Background: an optimization exercise with open tools, aiming at small area, a short achievable clock period and few clock cycles per item. Do not read the settings as production practice.
The RTL was checked by simulation tests, not by an equivalence proof against the original design.
Power is estimated from default activity; no workload was simulated.

==> inputs of exp/xenon <==
## envelope_engine
module envelope_engine (
    input  wire         clk,
    input  wire         rst,
    input  wire         cmd_valid,
    output wire         cmd_ready,
    input  wire         cmd_check,      
    input  wire [63:0]  cmd_tag,        
    input  wire [31:0]  cmd_gen,        
    input  wire [1:0]   cmd_gen_mode,   
    input  wire [15:0]  cmd_gen_lag,    
    input  wire [3:0]   cmd_fmt,        
    input  wire         cmd_loaded,     
    input  wire         cmd_far,        
    input  wire [63:0]  cmd_pred_res,   
    input  wire         in_valid,
    output wire         in_ready,
    input  wire [63:0]  in_data,
    output wire         res_valid,
    input  wire         res_ready,
    output wire [255:0] res_env,        
    output reg  [4:0]   res_bad         
);
export LEC_CHECK = 0
export CAP_MARGIN = 20
export CORE_MARGIN = 2
export CORE_UTILIZATION = 50
export CTS_BUF_LIST = sky130_fd_sc_hd__clkbuf_16
export CTS_CLUSTER_DIAMETER = 80
export CTS_CLUSTER_SIZE = 25
export PLACE_DENSITY = 0.65
export SETUP_SLACK_MARGIN = 2
export SLEW_MARGIN = 20
export SYNTH_HIERARCHICAL = 1
export SYNTH_MINIMUM_KEEP_SIZE = 0
create_clock -name core_clock -period 30.0 [get_ports {clk}]
standard.sh (not shown) runs the stock make flow with config.mk's settings and CLKGATE_MAP_FILE= SYNTH_SCRIPT=/design/flow/synth_recipe.tcl, a recipe that flattens the netlist after the stock synthesis.
==> flow/flow/run.sh <==
#!/bin/bash
set -o pipefail
export BUFFER_PORTS_ARGS="-buffer_cell sky130_fd_sc_hd__buf_1"
bash standard.sh > standard.log 2>&1
==> exp/tundra: changes against exp/xenon <==
--- a/flow/design.v
+++ b/flow/design.v
@@ -31,31 +31,21 @@
     assign cmd_ready = cmd_rdy;
     assign in_ready  = in_rdy;
     assign res_valid = res_vld;
     reg  [63:0] tag;
     reg  [31:0] gen;
     reg  [5:0]  flags;
     reg  [63:0] pred_res;
-    reg         gen_borrow, gen_nz;
-    wire        gen_shift = v & mode_check & (cnt[9:5] == 5'd0);
-    wire        gen_dbit  = gen[0] ^ pred_res[0] ^ gen_borrow;
     always @(posedge clk) begin
         if (~busy) begin
             mode_check <= cmd_check;
             tag        <= cmd_tag;
             gen        <= cmd_gen;
             flags      <= {cmd_far, cmd_loaded, cmd_fmt};
             pred_res   <= cmd_check ? {46'd0, cmd_gen_mode, cmd_gen_lag} : cmd_pred_res;
-            gen_borrow <= 1'b0;
-            gen_nz     <= 1'b0;
-        end else if (gen_shift) begin
-            gen            <= {gen_dbit, gen[31:1]};
-            pred_res[15:0] <= {1'b0, pred_res[15:1]};
-            gen_borrow     <= (~gen[0] & pred_res[0]) | (~gen[0] & gen_borrow) | (pred_res[0] & gen_borrow);
-            gen_nz         <= gen_nz | gen_dbit;
         end
     end
     wire       beat_fire = in_valid & in_rdy;
     wire [9:0] last_m1   = mode_check ? 10'd514 : 10'd510;
     wire       body_fire = busy & ~in_rdy & ~mode_check &
                            (cnt == 10'd511 || cnt == 10'd512 || cnt == 10'd513 || cnt == 10'd514);
     always @(posedge clk) begin
@@ -133,18 +123,20 @@
     wire [15:0] l2a = csa(l1a[7:0], l1a[15:8], l1b[7:0]);
     wire [15:0] l2b = csa(l1b[15:8], l1c[7:0], l1c[15:8]);
     wire [15:0] l3  = csa(l2a[7:0], l2a[15:8], l2b[7:0]);
     wire [15:0] l4  = csa(l3[7:0], l3[15:8], l2b[15:8]);
     wire [8:0]  s0  = {1'b0, l4[7:0]} + {1'b0, l4[15:8]};
     wire [8:0]  s1  = {1'b0, l4[7:0]} + {1'b0, l4[15:8]} + 9'd1;
     wire [7:0]  res_new = (&l4) ? 8'd0 : s1[8] ? s1[7:0] : s0[7:0];
+    wire [15:0] gen_lag     = pred_res[15:0];
     wire [1:0]  gen_mode    = pred_res[17:16];
     wire        gen_checked = (gen_mode == 2'd1) | (gen_mode == 2'd2);
-    wire        gen_pos     = (gen_mode == 2'd2) & ~gen_borrow & gen_nz;
-    wire [31:0] gen_expect  = gen & {32{gen_pos}};
+    wire [32:0] gen_diff    = {1'b0, gen} - {17'd0, gen_lag};
+    wire        gen_pos     = (gen_mode == 2'd2) & ~gen_diff[32] & (|gen_diff[31:0]);
+    wire [31:0] gen_expect  = gen_diff[31:0] & {32{gen_pos}};
     reg  [31:0] cmp_lo, cmp_hi;
     always @(*) begin
         case (j)
             2'd0: begin
                 cmp_lo = crc_n;
                 cmp_hi = rot[31:0];
             end
- CTS_BUF_LIST: sky130_fd_sc_hd__clkbuf_16 -> not set
- CTS_CLUSTER_DIAMETER: 80 -> not set
- CTS_CLUSTER_SIZE: 25 -> not set
==> comparison <==
- Of exp/tundra and exp/xenon, exp/tundra has the higher global-route usage (gap 1.4 points).
- Between exp/tundra and exp/xenon, the lower clock-buffer cell count is in exp/xenon (gap 28).
- In combinational power, exp/tundra and exp/xenon hardly differ.
- exp/xenon finished clean. exp/tundra produced a clean layout.
- Against exp/tundra, the synthesized cell count of exp/xenon is lower by 14%.
==> figures <==
item	exp/xenon	exp/tundra
Outcome	finished clean	finished clean
Relative area of clock buffers and inverters in the final design	2.995%	4.720%
Cell-internal power	1.489 mW	1.632 mW
Critical path fanouts, max	5	16
Weighted congestion at the end of routability-driven global placement	1.129	1.095
Sequential cell area	9712 um2	9671 um2
Post-Synthesis Cells	1,946	2,263
Die Area	45,790 um2	49,180 um2
Area Overhead vs Synth	14.06%	15.16%
Effective utilization at floorplan	50.95%	50.82%
Testbench counts of exp/xenon, summed over its fixed seeds: cycles 49,824, blocks 96.
Testbench counts of exp/tundra, summed over its fixed seeds: cycles 49,824, blocks 96.

========
==> v8 <==
Another version of the RTL of envelope_engine (not shown whole).
export LEC_CHECK = 0
export CAP_MARGIN = 20
export CORE_MARGIN = 2
export CORE_UTILIZATION = 50
export PLACE_DENSITY = 0.65
export SETUP_SLACK_MARGIN = 2
export SLEW_MARGIN = 20
create_clock -name core_clock -period 30.0 [get_ports {clk}]
==> flow/flow/run.sh <==
#!/bin/bash
set -o pipefail
export BUFFER_PORTS_ARGS="-buffer_cell sky130_fd_sc_hd__buf_1"
bash standard.sh SETUP_SLACK_MARGIN=23 finish > standard.log 2>&1
==> inputs of v5, as changes to v8 <==
--- a/flow/design.v
+++ b/flow/design.v
@@ -27,25 +27,29 @@
     reg  [9:0]  cnt;            
     reg         v;              
     reg  [63:0] d;              
     assign cmd_ready = cmd_rdy;
     assign in_ready  = in_rdy;
     assign res_valid = res_vld;
     reg  [63:0] tag;
     reg  [31:0] gen;
+    reg  [1:0]  gen_mode;
+    reg  [15:0] gen_lag;
     reg  [5:0]  flags;
     reg  [63:0] pred_res;
     always @(posedge clk) begin
         if (cmd_rdy) begin
             mode_check <= cmd_check;
             tag        <= cmd_tag;
             gen        <= cmd_gen;
+            gen_mode   <= cmd_gen_mode;
+            gen_lag    <= cmd_gen_lag;
             flags      <= {cmd_far, cmd_loaded, cmd_fmt};
-            pred_res   <= cmd_check ? {46'd0, cmd_gen_mode, cmd_gen_lag} : cmd_pred_res;
+            pred_res   <= cmd_pred_res;
         end
     end
     wire       beat_fire = in_valid & in_rdy;
     wire [9:0] last_m1   = mode_check ? 10'd514 : 10'd510;
     wire       body_fire = ~cmd_rdy & ~in_rdy & ~mode_check &
                            (cnt == 10'd511 || cnt == 10'd512 || cnt == 10'd513 || cnt == 10'd514);
     always @(posedge clk) begin
         d <= in_data;
@@ -77,111 +81,70 @@
             cnt <= 10'h3FF;
         else if (beat_fire | body_fire)
             cnt <= cnt + 10'd1;
     end
     wire       payload = ~cnt[9];
     wire [1:0] j       = cnt[1:0];
     wire       body    = cnt[9] & ~mode_check;
     reg  [31:0] crc_n;
-    reg  first1;
-    always @(posedge clk)
-        first1 <= cmd_rdy | (first1 & ~v);
-    wire force_ones = first1 | (cnt[9] & (j == 2'd0) & mode_check);
-    wire force_zero = body & (j == 2'd3);
+    reg  [31:0] crc_field;      
+    wire force_ones = (cnt == 10'd0) | (cnt[9] & (j == 2'd0) & mode_check);
+    wire force_zero = body & (j == 2'd0);
     wire [31:0] crc_in = force_ones ? 32'hFFFFFFFF : force_zero ? 32'h0 : ~crc_n;
     reg  [63:0] body_word;
     always @(*) begin
         case (j)
-            2'd0:    body_word = {pred_res[31:0], 32'h0};
-            2'd1:    body_word = {tag[31:0], pred_res[63:32]};
-            2'd2:    body_word = {gen, tag[63:32]};
-            default: body_word = {~crc_n ^ {26'd0, flags}, 32'h0};
+            2'd0:    body_word = {~crc_n, 32'h0};
+            2'd1:    body_word = pred_res;
+            2'd2:    body_word = tag;
+            default: body_word = {26'd0, flags, gen};
         endcase
     end
     wire [63:0] crc_data = body ? body_word : d;
     wire [31:0] crc_next;
     crc32c_step64 u_crc (.c(crc_in), .d(crc_data), .q(crc_next));
     reg  [63:0] rot;
-    function [15:0] csa;        
-        input [7:0] x, y, z;
-        reg [7:0] k;
-        begin
-            k   = (x & y) | (x & z) | (y & z);
-            csa = {k[6:0], k[7], x ^ y ^ z};
-        end
-    endfunction
-    reg         first8;
-    always @(posedge clk)
-        first8 <= cmd_rdy | (first8 & ~(v & (cnt[2:0] == 3'd7)));
-    wire [7:0]  acc = first8 ? 8'd0 : rot[7:0];
-    wire [15:0] l1a = csa(acc,     d[7:0],   d[15:8]);
-    wire [15:0] l1b = csa(d[23:16], d[31:24], d[39:32]);
-    wire [15:0] l1c = csa(d[47:40], d[55:48], d[63:56]);
-    wire [15:0] l2a = csa(l1a[7:0], l1a[15:8], l1b[7:0]);
-    wire [15:0] l2b = csa(l1b[15:8], l1c[7:0], l1c[15:8]);
-    wire [15:0] l3  = csa(l2a[7:0], l2a[15:8], l2b[7:0]);
-    wire [15:0] l4  = csa(l3[7:0], l3[15:8], l2b[15:8]);
-    wire [8:0]  s0  = {1'b0, l4[7:0]} + {1'b0, l4[15:8]};
-    wire [8:0]  s1  = {1'b0, l4[7:0]} + {1'b0, l4[15:8]} + 9'd1;
-    wire [7:0]  res_new = (&l4) ? 8'd0 : s1[8] ? s1[7:0] : s0[7:0];
-    wire [15:0] gen_lag     = pred_res[15:0];
-    wire [1:0]  gen_mode    = pred_res[17:16];
+    wire [7:0]  acc = (cnt[9:3] == 7'd0) ? 8'd0 : rot[7:0];
+    wire [11:0] sum = acc + d[7:0] + d[15:8] + d[23:16] + d[31:24]
+                          + d[39:32] + d[47:40] + d[55:48] + d[63:56];
+    wire [8:0]  fold = sum[7:0] + sum[11:8];
+    wire [7:0]  res_new = (fold >= 9'd255) ? (fold - 9'd255) : fold[7:0];
     wire        gen_checked = (gen_mode == 2'd1) | (gen_mode == 2'd2);
-    wire [32:0] gen_diff    = {1'b0, gen} - {17'd0, gen_lag};
-    wire        gen_pos     = (gen_mode == 2'd2) & ~gen_diff[32] & (|gen_diff[31:0]);
-    wire [31:0] gen_expect  = gen_diff[31:0] & {32{gen_pos}};
-    reg  [31:0] cmp_lo, cmp_hi;
-    always @(*) begin
-        case (j)
-            2'd0: begin
-                cmp_lo = crc_n;
-                cmp_hi = rot[31:0];
-            end
-            2'd1: begin
-                cmp_lo = rot[63:32];
-                cmp_hi = tag[31:0];
-            end
-            default: begin
-                cmp_lo = tag[63:32];
-                cmp_hi = gen_expect;
-            end
-        endcase
-    end
-    wire ne_lo = (crc_data[31:0]  != cmp_lo);
-    wire ne_hi = (crc_data[63:32] != cmp_hi);
+    wire        gen_pos     = (gen_mode == 2'd2) & (gen > {16'd0, gen_lag});
+    wire [31:0] gen_expect  = gen_pos ? (gen - {16'd0, gen_lag}) : 32'd0;
     always @(posedge clk) begin
         if (v) begin
             crc_n <= ~crc_next;
             if (payload)
                 rot <= {res_new, rot[63:8]};
-            else if (j == 2'd0)
-                rot[31:0] <= crc_n;
+            if (cnt[9] && j == 2'd0)
+                crc_field <= crc_n;
             if (cnt[9]) begin
                 case (j)
                     2'd0: begin
-                        res_bad[1] <= mode_check & ne_lo;
-                        res_bad[2] <= ne_hi;
+                        res_bad[1] <= mode_check & (d[31:0] != crc_n);
+                        res_bad[2] <= mode_check ? (d[63:32] != rot[31:0]) : (pred_res != rot);
                     end
                     2'd1: begin
-                        res_bad[2] <= res_bad[2] | ne_lo;
-                        res_bad[3] <= mode_check & ne_hi;
+                        res_bad[2] <= res_bad[2] | (mode_check & (d[31:0] != rot[63:32]));
+                        res_bad[3] <= mode_check & (d[63:32] != tag[31:0]);
                     end
                     2'd2: begin
-                        res_bad[3] <= mode_check & (res_bad[3] | ne_lo);
-                        res_bad[4] <= mode_check & gen_checked & ne_hi;
+                        res_bad[3] <= res_bad[3] | (mode_check & (d[31:0] != tag[63:32]));
+                        res_bad[4] <= mode_check & gen_checked & (d[63:32] != gen_expect);
                     end
                     default: begin
                         res_bad[0] <= mode_check & (crc_next != RESIDUE);
                     end
                 endcase
             end
         end
     end
-    assign res_env = {crc_n, 26'd0, flags, gen, tag, pred_res, rot[31:0]};
+    assign res_env = {crc_n, 26'd0, flags, gen, tag, pred_res, crc_field};
 endmodule
 module crc32c_step64 (input wire [31:0] c, input wire [63:0] d, output wire [31:0] q);
     wire [63:0] x = {d[63:32], c ^ d[31:0]};
     wire n64 = x[38] ^ x[47];
     wire n65 = x[14] ^ x[18];
     wire n66 = x[32] ^ x[55];
     wire n67 = x[1] ^ x[12];
     wire n68 = x[34] ^ x[57];
==> flow/run.sh (new file) <==
#!/bin/bash
# synth_recipe.tcl (not shown) runs the flow's synth.tcl, then flattens the netlist and writes it again
# the make line also repeats each setting of config.mk as NAME=value (left out here)
make -C /OpenROAD-flow-scripts/flow DESIGN_CONFIG=/design/flow/config.mk WORK_HOME=/design/flow/orfs CLKGATE_MAP_FILE= SYNTH_SCRIPT=/design/flow/synth_recipe.tcl finish
Settings changed: CORE_UTILIZATION 50 to 40, PLACE_DENSITY 0.65 to 0.6.
removed: flow/flow/run.sh
removed: flow/standard.sh
==> run summary <==
Run status: v8 complete, no violations; v5 complete, no violations
Seq group: v8 0.700 mW; v5 0.955 mW
Least-Margin Pin Slew: v8 1269 ps; v5 1194 ps
WL met3: v8 14370 um; v5 12280 um
Initial Util: v8 50.51%; v5 40.51%
Clk pwr: v8 0.513 mW; v5 0.592 mW
Fillers: v8 3840; v5 5750
Cell Pwr Density: v8 112.1 nW/um^2; v5 141.0 nW/um^2
Violation count after the first detailed-routing iteration: v8 3353; v5 3003
Final hold slack: v8 458.3 ps; v5 515.8 ps
Sequential portion of the cell area: v8 31.10%; v5 33.14%
Combinational logic power: v8 2.27 mW; v5 3.18 mW
Die Span X: v8 226.2 um; v5 259.5 um
Maximum resistive drop on vdd: v8 87.65 uV; v5 137.6 uV
Number of signal-net inverters in the final layout: v8 135; v5 153
Sequential cell count of the final layout: v8 348; v5 396
Final period util: v8 24.53%; v5 26.45%
Testbench counts of v8, summed over its fixed seeds: cycles 49,824, blocks 96.
Testbench counts of v5, summed over its fixed seeds: cycles 49,824, blocks 96.

[port drivers added, routing unchanged]
The flow's constraints put no driver on any port. The routed layouts listed below were extracted and timed again, unchanged, in two steps.
Step 1: set_driving_cell puts a clkbuf_16 on clk and a buf_2 on each other input, an assumption about the parent block.
Step 2 times the ports against the registers' clock, not the clock port: input delays grow and output delays shrink by t, the midpoint of the rising clock arrivals with the driver on.
Three values: no drivers, after step 1, after step 2; two values: the first two.
run | shift t [ns] | setup WS [ns] | worst setup path after step 2 | slew at the worst register clock pin (ns)
exp/xenon | 0.639 | 22.404 / 22.347 / 22.522 | input to register | 0.11 / 0.11
exp/tundra | 0.631 | 22.399 / 22.339 / 22.529 | input to register | 0.07 / 0.07
v8 | 0.642 | 22.642 / 22.582 / 22.597 | input to register | 0.07 / 0.07
v5 | 0.641 | 22.065 / 22.042 / 21.899 | input to register | 0.07 / 0.07
After both steps every run listed still meets setup and hold. For v5, which loses most, drivers alone change the setup slack by -0.023 ns; drivers and shift together by -0.166 ns.
